Background: an optimization exercise with open tools, aiming at small area, a short achievable clock period and few clock cycles. Do not read the settings as production practice.
Only simulation tests tie the RTL to the original design; equivalence was not proved.

==> inputs of job 2006 <==
// q9_dotacc
module q9_dotacc (
    input  wire         clk,
    input  wire         rst,
    input  wire         in_valid,
    output wire         in_ready,
    input  wire         in_first,
    input  wire         in_last,
    input  wire         in_fmt,
    input  wire [127:0] in_w,
    input  wire [127:0] in_a,
    input  wire [15:0]  in_sw,
    input  wire [15:0]  in_sa,
    output reg          out_valid,
    output wire [31:0]  out_acc,
    output wire         out_nsc,
    output wire         out_of
);
    reg         r0_v, r0_first, r0_last, r0_fmt;
    reg [31:0]  r0_ps;
    reg [95:0]  r0_wm, r0_am;
    reg [15:0]  r0_sw, r0_sa;
    reg rdy;
    assign in_ready = rdy;
    integer i;
    always @(posedge clk) begin
        r0_v     <= ~rst & in_valid & in_ready;
        rdy      <= rst | ~(in_valid & in_ready & in_fmt);
        r0_first <= in_first;
        r0_last  <= in_last;
        r0_fmt   <= in_fmt;
        r0_sw    <= in_sw;
        r0_sa    <= in_sa;
        for (i = 0; i < 32; i = i + 1) begin
            r0_ps[i]         <= in_w[4*i+3] ^ in_a[4*i+3];
            r0_wm[3*i +: 3]  <= in_w[4*i +: 3];
  ...
==> module q9_dotacc, before the edit <==
module q9_dotacc (
    input  wire         clk,
    input  wire         rst,
    input  wire         in_valid,
    output wire         in_ready,
    input  wire         in_first,
    input  wire         in_last,
    input  wire         in_fmt,
    input  wire [127:0] in_w,
    input  wire [127:0] in_a,
    input  wire [15:0]  in_sw,
    input  wire [15:0]  in_sa,
    output reg          out_valid,
    output wire [31:0]  out_acc,
    output wire         out_nsc,
    output wire         out_of
);
    reg         r0_v, r0_first, r0_last, r0_fmt;
    reg [31:0]  r0_ps;
    reg [95:0]  r0_wm, r0_am;
    reg [15:0]  r0_sw, r0_sa;
    reg rdy;
    assign in_ready = rdy;
    integer i;
    always @(posedge clk) begin
        r0_v     <= ~rst & in_valid & in_ready;
        rdy      <= rst | ~(in_valid & in_ready & in_fmt);
        r0_first <= in_first;
        r0_last  <= in_last;
        r0_fmt   <= in_fmt;
        r0_sw    <= in_sw;
        r0_sa    <= in_sa;
        for (i = 0; i < 32; i = i + 1) begin
            r0_ps[i]         <= in_w[4*i+3] ^ in_a[4*i+3];
            r0_wm[3*i +: 3]  <= in_w[4*i +: 3];
            r0_am[3*i +: 3]  <= in_a[4*i +: 3];
        end
    end
    wire signed [12:0] s_lo, s_hi;
    q9_half_dot u_dot_lo (.ps(r0_ps[15:0]),  .wm(r0_wm[47:0]),  .am(r0_am[47:0]),  .s(s_lo));
    q9_half_dot u_dot_hi (.ps(r0_ps[31:16]), .wm(r0_wm[95:48]), .am(r0_am[95:48]), .s(s_hi));
    wire signed [13:0] s_first = {s_lo[12], s_lo} + (r0_fmt ? 14'sd0 : {s_hi[12], s_hi});
    reg         h_v, h_last;
    reg  [12:0] h_s;
    reg  [7:0]  h_sw, h_sa;
    always @(posedge clk) begin
        h_v    <= ~rst & ~h_v & r0_v & r0_fmt;
        h_last <= r0_last;
        h_s    <= s_hi;
        h_sw   <= r0_sw[15:8];
        h_sa   <= r0_sa[15:8];
    end
    reg                u_v, u_first, u_last, u_qf4;
    reg  signed [13:0] u_s;
    reg         [7:0]  u_sw, u_sa;
    always @(posedge clk) begin
        u_v     <= ~rst & (h_v | r0_v);
        u_first <= ~h_v & r0_first;
        u_last  <= h_v ? h_last : (r0_last & ~r0_fmt);
        u_qf4   <= h_v | r0_fmt;
        u_s     <= h_v ? {h_s[12], h_s} : s_first;
        u_sw    <= h_v ? h_sw : r0_sw[7:0];
        u_sa    <= h_v ? h_sa : r0_sa[7:0];
    end
    wire               c_nan, c_sign;
    wire        [18:0] c_sig;
    wire signed [10:0] c_k;
    q9_contrib u_c (
        .s(u_s), .qf4(u_qf4), .sw(u_sw), .sa(u_sa),
        .c_nan(c_nan), .c_sign(c_sign), .c_sig(c_sig), .c_k(c_k)
    );
    reg         r1_v, r1_first, r1_last;
    reg         r1_nan, r1_sign;
    reg  [18:0] r1_sig;
    reg  [10:0] r1_k;
    always @(posedge clk) begin
        r1_v     <= ~rst & u_v;
        r1_first <= u_first;
        r1_last  <= u_last;
        r1_nan   <= c_nan;
        r1_sign  <= c_sign;
        r1_sig   <= c_sig;
        r1_k     <= c_k;
    end
    reg [31:0] acc;
    reg        nsc;
    reg        ovf;
    assign out_acc = acc;
    assign out_nsc = nsc;
    assign out_of  = ovf;
    wire [31:0] acc_start = r1_first ? 32'h0000_0000 : acc;
    wire [31:0] sum;
    wire        of;
    q9_acc_add u_add (
        .acc(acc_start), .c_nan(r1_nan), .c_sign(r1_sign), .c_sig(r1_sig),
        .c_k(r1_k), .res(sum), .ovf(of)
    );
    always @(posedge clk) begin
        if (rst) begin
            out_valid <= 1'b0;
        end else begin
            out_valid <= r1_v & r1_last;
        end
        if (r1_v) begin
            acc <= sum;
            nsc <= (r1_first ? 1'b0 : nsc) | r1_nan;
            ovf <= (r1_first ? 1'b0 : ovf) | of;
        end
    end
endmodule
==> flow/config.mk <==
export PLATFORM = sky130hd
export DESIGN_NAME = q9_dotacc
export DESIGN_NICKNAME = q9_dotacc
export VERILOG_FILES = /design/flow/design.v
export SDC_FILE = /design/flow/constraint.sdc
export NUM_CORES = 4
export LEC_CHECK = 0
export ABC_AREA = 1
export CAP_MARGIN = 20
export CORE_MARGIN = 2
export CORE_UTILIZATION = 40
export SLEW_MARGIN = 20
==> flow/constraint.sdc <==
create_clock -name core_clock -period 90.0 [get_ports {clk}]
set_input_delay 18.0000 -clock core_clock [delete_from_list [all_inputs] [get_ports {clk}]]
set_output_delay 18.0000 -clock core_clock [all_outputs]
set_load 0.01 [all_outputs]
standard.sh (not shown) runs the stock make flow with config.mk's settings and CLKGATE_MAP_FILE= SYNTH_SCRIPT=/design/flow/synth_recipe.tcl, a recipe that flattens the netlist after the stock synthesis.
==> flow/flow/run.sh <==
#!/bin/bash
# The standard layout (the standard.sh, standard synthesis included), with
# every input and output port buffered by the smallest buffer cell instead of
# the one buffer_ports picks by default. Each tool's output goes to the ORFS
# logs under orfs/logs; this script's own output goes to flow_run.log.
set -euo pipefail
bash standard.sh "BUFFER_PORTS_ARGS=-buffer_cell sky130_fd_sc_hd__buf_1" finish > flow_run.log 2>&1
==> inputs of job 698, as changes to job 2006 <==
--- a/flow/design.v
+++ b/flow/design.v
@@ -62,27 +62,27 @@
         u_sw    <= h_v ? h_sw : r0_sw[7:0];
         u_sa    <= h_v ? h_sa : r0_sa[7:0];
     end
     wire               c_nan, c_sign;
     wire        [18:0] c_sig;
-    wire signed [10:0] c_k;
+    wire signed [9:0]  c_k;
     q9_contrib u_c (
         .s(u_s), .qf4(u_qf4), .sw(u_sw), .sa(u_sa),
         .c_nan(c_nan), .c_sign(c_sign), .c_sig(c_sig), .c_k(c_k)
     );
     reg         r1_v, r1_first, r1_last;
     reg         r1_nan, r1_sign;
     reg  [18:0] r1_sig;
-    reg  [10:0] r1_k;
+    reg  [9:0]  r1_k;
     always @(posedge clk) begin
         r1_v     <= ~rst & u_v;
-        r1_first <= u_first;
+        r1_first <= u_v & u_first;
         r1_last  <= u_last;
-        r1_nan   <= c_nan;
+        r1_nan   <= u_v & c_nan;
         r1_sign  <= c_sign;
-        r1_sig   <= c_sig;
-        r1_k     <= c_k;
+        r1_sig   <= u_v ? c_sig : 19'd0;
+        r1_k     <= u_v ? c_k : -10'sd32;
     end
     reg [31:0] acc;
     reg        nsc;
     reg        ovf;
     assign out_acc = acc;
@@ -99,15 +99,13 @@
         if (rst) begin
             out_valid <= 1'b0;
         end else begin
             out_valid <= r1_v & r1_last;
         end
-        if (r1_v) begin
-            acc <= sum;
-            nsc <= (r1_first ? 1'b0 : nsc) | r1_nan;
-            ovf <= (r1_first ? 1'b0 : ovf) | of;
-        end
+        acc <= sum;
+        nsc <= (r1_first ? 1'b0 : nsc) | r1_nan;
+        ovf <= (r1_first ? 1'b0 : ovf) | of;
     end
 endmodule
 module q9_half_dot (
     input  wire        [15:0] ps,
     input  wire        [47:0] wm,
@@ -488,19 +486,19 @@
     input  wire        [7:0]  sw,
     input  wire        [7:0]  sa,
     output wire               c_nan,
     output wire               c_sign,
     output wire        [18:0] c_sig,
-    output wire signed [10:0] c_k
+    output wire signed [9:0]  c_k
 );
     wire [12:0] s_abs = s[13] ? -s[12:0] : s[12:0];
     wire [3:0] sig_w = qf4 ? {(sw[7:3] != 5'd0), sw[2:0]} : 4'd1;
     wire [3:0] sig_a = qf4 ? {(sa[7:3] != 5'd0), sa[2:0]} : 4'd1;
     wire [4:0] ew    = (sw[7:3] == 5'd0) ? 5'd1 : sw[7:3];
     wire [4:0] ea    = (sa[7:3] == 5'd0) ? 5'd1 : sa[7:3];
-    wire [7:0]  sig_prod = sig_w * sig_a;
-    wire [18:0] mag      = s_abs * sig_prod;
+    wire [16:0] mag_w    = s_abs * sig_w;
+    wire [18:0] mag      = mag_w * sig_a;
     wire signed [10:0] e_lsb = qf4 ? ($signed({6'd0, ew}) + $signed({6'd0, ea}) - 11'sd38)
                                    : ($signed({3'd0, sw}) + $signed({3'd0, sa}) - 11'sd256);
     reg [4:0] lz;
     integer i;
     always @(*) begin
@@ -510,18 +508,20 @@
     end
     wire zero = (mag == 19'd0);
     assign c_nan  = (sw == 8'hFF) | (sa == 8'hFF);
     assign c_sign = s[13] & ~zero;
     assign c_sig  = mag << lz;
-    assign c_k    = zero ? -11'sd400 : e_lsb + 11'sd145 - $signed({6'd0, lz});
+    wire signed [10:0] k_raw = e_lsb + 11'sd145 - $signed({6'd0, lz});
+    assign c_k    = (zero | (k_raw < -11'sd32)) ? -10'sd32
+                  : (k_raw > 11'sd256) ? 10'sd256 : k_raw[9:0];
 endmodule
 module q9_acc_add (
     input  wire        [31:0] acc,
     input  wire               c_nan,
     input  wire               c_sign,
     input  wire        [18:0] c_sig,
-    input  wire signed [10:0] c_k,
+    input  wire signed [9:0]  c_k,
     output reg         [31:0] res,
     output reg                ovf
 );
     wire [7:0]  a_e   = acc[30:23];
     wire        a_nz  = (a_e != 8'd0);
@@ -529,23 +529,23 @@
     wire        a_nan = a_max & (acc[22:0] != 23'd0);
     wire        a_inf = a_max & (acc[22:0] == 23'd0);
     wire [23:0] a_sig = {a_nz, acc[22:0]};
     wire [7:0]  a_e1  = {a_e[7:1], a_e[0] | ~a_nz};
     wire [23:0] c_s24 = {c_sig, 5'd0};
-    wire signed [11:0] d_ac = $signed({4'd0, a_e1}) - $signed({c_k[10], c_k});
-    wire signed [11:0] d_ca = $signed({c_k[10], c_k}) - $signed({4'd0, a_e1});
+    wire signed [10:0] d_ac = $signed({3'd0, a_e1}) - $signed({c_k[9], c_k});
+    wire signed [10:0] d_ca = $signed({c_k[9], c_k}) - $signed({3'd0, a_e1});
     wire        a_ge  = (a_sig >= c_s24);
-    wire        e_gt  = ($signed({4'd0, a_e1}) > $signed({c_k[10], c_k}));
-    wire        e_eq  = ({3'd0, a_e1} == c_k);
+    wire        e_gt  = ($signed({2'd0, a_e1}) > c_k);
+    wire        e_eq  = ({2'd0, a_e1} == c_k);
     wire        a_big = e_gt | (e_eq & a_ge);
-    wire [11:0] d     = a_big ? d_ac : d_ca;
-    wire [4:0]  sh    = (d > 12'd27) ? 5'd27 : d[4:0];
+    wire [10:0] d     = a_big ? d_ac : d_ca;
+    wire [4:0]  sh    = (d > 11'd27) ? 5'd27 : d[4:0];
     wire [23:0] big_sig = a_big ? a_sig : c_s24;
     wire [23:0] sml_sig = a_big ? c_s24 : a_sig;
     wire        s_big   = a_big ? acc[31] : c_sign;
     wire        s_sml   = a_big ? c_sign : acc[31];
-    wire [9:0]  eb_big  = a_big ? {2'd0, a_e1} - 10'd1 : c_k[9:0] - 10'd1;
+    wire [9:0]  eb_big  = a_big ? {2'd0, a_e1} - 10'd1 : c_k - 10'd1;
     wire [26:0] al0 = {sml_sig, 3'd0};
     wire [26:0] al1 = sh[4] ? {16'd0, al0[26:17], al0[16:0] != 17'd0}  : al0;
     wire [26:0] al2 = sh[3] ? { 8'd0, al1[26:9],  al1[8:0]  != 9'd0}   : al1;
     wire [26:0] al3 = sh[2] ? { 4'd0, al2[26:5],  al2[4:0]  != 5'd0}   : al2;
     wire [26:0] al4 = sh[1] ? { 2'd0, al3[26:3],  al3[2:0]  != 3'd0}   : al3;
@@ -556,25 +556,27 @@
     wire        neg  = sub & x[27];
     wire        s_lo = (s_al[2:0] != 3'd0);
     wire [27:0] m    = neg ? {1'b0, ~x[26:3], s_al[2:0]} : x;
     wire        sgn  = neg ? s_sml : s_big;
     wire        zero = ~neg & (x == 28'd0);
-    reg [4:0] lz;
+    wire [26:0] bar  = (eb_big > 10'd26) ? 27'd0 : (27'h4000000 >> eb_big[4:0]);
+    wire [26:0] xb   = x[26:0] | bar;
+    reg [4:0] ls;
     integer i;
     always @(*) begin
-        lz = 5'd27;
+        ls = 5'd27;
         for (i = 0; i < 27; i = i + 1)
-            if (x[i]) lz = 5'd26 - i[4:0];
+            if (xb[i]) ls = 5'd26 - i[4:0];
     end
-    wire [4:0]  ls   = ({5'd0, lz} > eb_big) ? eb_big[4:0] : lz;
     wire [26:0] xn   = x[26:0] << ls;
     wire [26:0] mn   = neg ? m[26:0] : xn;
     wire [23:0] kept = m[27] ? m[27:4] : mn[26:3];
     wire        g    = m[27] ? m[3]    : mn[2];
     wire        st   = m[27] ? (m[2:0] != 3'd0) : (mn[1:0] != 2'd0);
     wire        up   = (g & (st | kept[0])) | (neg & ~s_lo);
-    wire [24:0] kr   = {1'b0, kept} + {24'd0, up};
+    wire [24:0] kinc = {1'b0, kept} + 25'd1;
+    wire [24:0] kr   = up ? kinc : {1'b0, kept};
     wire [9:0]  e_base = m[27] ? eb_big + 10'd1 : eb_big - {5'd0, ls};
     wire [9:0]  e_fld  = e_base + {8'd0, kr[24:23]};
     wire        e_ovf  = (e_base >= 10'd255) | ((e_base == 10'd254) & (kr[24] | kr[23]))
                        | ((e_base == 10'd253) & kr[24]);
     always @(*) begin
==> flow/flow/run.sh (replaced) <==
#!/bin/bash
# The standard layout (the standard.sh) with three changes to how it is
# built:
#  - synthesis is the standard synthesis script with the final ABC
#    mapping of combinational logic done by flow/q9_abc.script (an
#    area-oriented script) -- see flow/q9_synth.tcl;
#  - every input and output port is buffered by sky130_fd_sc_hd__buf_1 instead
#    of the cell buffer_ports picks by default (clkdlybuf4s50_1);
#  - clock tree synthesis runs with the flow's usual arguments plus
#    -dont_use_dummy_load, with sinks clustered 22 at a time within 300 um.
# Each tool's output goes to the ORFS logs under orfs/logs; this script's own
# output goes to flow_run.log in the folder it runs in.
set -euo pipefail
export Q9_WORK="$PWD"
export Q9_ABC_SCRIPT="$PWD/flow/q9_abc.script"
bash standard.sh \
  "SYNTH_SCRIPT=$PWD/flow/q9_synth.tcl" \
  "BUFFER_PORTS_ARGS=-buffer_cell sky130_fd_sc_hd__buf_1" \
  "CTS_ARGS=-sink_clustering_enable -repair_clock_nets -sink_clustering_size 22 -sink_clustering_max_diameter 300 -dont_use_dummy_load" \
  finish > flow_run.log 2>&1
==> flow/flow/q9_abc.script (new file) <==
strash
dch
amap
strash
dch
amap
strash
dch
amap
topo
stime -c
buffer -c
upsize -c
dnsize -c
==> flow/flow/q9_synth.tcl (new file) <==
# The standard synthesis (its synth_recipe.tcl, sourced unchanged), with
# one change: the final ABC technology mapping of the combinational logic uses
# flow/q9_abc.script, an area-oriented script, instead of ORFS's
# abc_area.script. Registers are mapped before that step and are not passed
# to ABC, so they are the standard synthesis's.
proc abc {args} {
    set i [lsearch -exact $args -script]
    if {$i >= 0} {
        set args [lreplace $args [expr {$i + 1}] [expr {$i + 1}] $::env(Q9_ABC_SCRIPT)]
    }
    puts "q9_synth: abc with $::env(Q9_ABC_SCRIPT)"
    yosys abc {*}$args
}
source $::env(Q9_WORK)/synth_recipe.tcl
- CORE_UTILIZATION: 40 -> 80
- CTS_CLUSTER_DIAMETER: unset -> 300
- CTS_CLUSTER_SIZE: unset -> 22
==> inputs of job 9347, as changes to job 2006 <==
--- a/flow/design.v
+++ b/flow/design.v
@@ -73,16 +73,16 @@
     reg         r1_nan, r1_sign;
     reg  [18:0] r1_sig;
     reg  [10:0] r1_k;
     always @(posedge clk) begin
         r1_v     <= ~rst & u_v;
-        r1_first <= u_first;
+        r1_first <= u_v & u_first;
         r1_last  <= u_last;
-        r1_nan   <= c_nan;
+        r1_nan   <= u_v & c_nan;
         r1_sign  <= c_sign;
-        r1_sig   <= c_sig;
-        r1_k     <= c_k;
+        r1_sig   <= u_v ? c_sig : 19'd0;
+        r1_k     <= u_v ? c_k : -11'sd400;
     end
     reg [31:0] acc;
     reg        nsc;
     reg        ovf;
     assign out_acc = acc;
@@ -99,15 +99,13 @@
         if (rst) begin
             out_valid <= 1'b0;
         end else begin
             out_valid <= r1_v & r1_last;
         end
-        if (r1_v) begin
-            acc <= sum;
-            nsc <= (r1_first ? 1'b0 : nsc) | r1_nan;
-            ovf <= (r1_first ? 1'b0 : ovf) | of;
-        end
+        acc <= sum;
+        nsc <= (r1_first ? 1'b0 : nsc) | r1_nan;
+        ovf <= (r1_first ? 1'b0 : ovf) | of;
     end
 endmodule
 module q9_half_dot (
     input  wire        [15:0] ps,
     input  wire        [47:0] wm,
==> flow/flow/run.sh (replaced) <==
#!/bin/bash
# The standard layout (the standard.sh, standard synthesis included), with
# two changes to how it is built:
#  - every input and output port is buffered by sky130_fd_sc_hd__buf_1 instead
#    of the buffer cell buffer_ports picks by default (clkdlybuf4s50_1);
#  - clock tree synthesis runs with the flow's usual arguments plus
#    -dont_use_dummy_load (no dummy load cells), with sinks clustered 22 at a
#    time within 300 um.
# Each tool's output goes to the ORFS logs under orfs/logs; this script's own
# output goes to flow_run.log in the folder it runs in.
set -euo pipefail
bash standard.sh \
  "BUFFER_PORTS_ARGS=-buffer_cell sky130_fd_sc_hd__buf_1" \
  "CTS_ARGS=-sink_clustering_enable -repair_clock_nets -sink_clustering_size 22 -sink_clustering_max_diameter 300 -dont_use_dummy_load" \
  finish > flow_run.log 2>&1
- CORE_UTILIZATION: 40 -> 60
- CTS_CLUSTER_DIAMETER: unset -> 300
- CTS_CLUSTER_SIZE: unset -> 22
==> results.txt <==
Non-clock buffer count: job 2006 is lower than job 9347 (2). Global-route usage, lowest first: job 2006, job 9347, job 698. Cell count, highest first: job 2006, job 9347, job 698. Clock-buffer cell count: job 698 is lower than job 2006 (32). In job 698 the routed wire length is larger than in job 9347, by 2.6%. Against job 2006, the maximum frequency of job 698 is higher by 0.75%. Sequential share of layout area, lowest first: job 2006, job 9347, job 698. Synthesized cell count, highest first: job 2006, job 9347, job 698. Flip-flop and latch count is the same in job 9347 and job 2006.
Testbench counts of job 2006, summed over its fixed seeds: cycles 46,863.
Testbench counts of job 698, summed over its fixed seeds: cycles 46,863.
Testbench counts of job 9347, summed over its fixed seeds: cycles 46,863.

## afterwards: timing with drivers on the ports
How much do the figures lean on ideal ports? The routed layouts below were timed once more, with nothing changed but the port constraints.
Step 1 assumes that a clkbuf_16 drives the clock port and a buf_2 every other input.
Step 2, shift: input delay + t, output delay - t, t = (earliest + latest rising clock arrival at the registers) / 2. This alone moves slack from input paths to output paths.
a / b / c = no drivers / after step 1 / after step 2; a / b = the first two.
run | t, ns | setup WS [ns] | worst setup path at the end | slew at the worst register clock pin (ns) | pins driven straight from the clock port
job 2006 | 0.673 | 70.687 / 70.620 / 71.293 | register to output | 0.07 / 0.07 | 1
job 698 | 0.633 | 70.830 / 70.763 / 71.396 | register to output | 0.10 / 0.10 | 1
job 9347 | 0.638 | 70.873 / 70.805 / 71.443 | register to output | 0.12 / 0.12 | 1
After both steps every run listed still meets setup and hold.
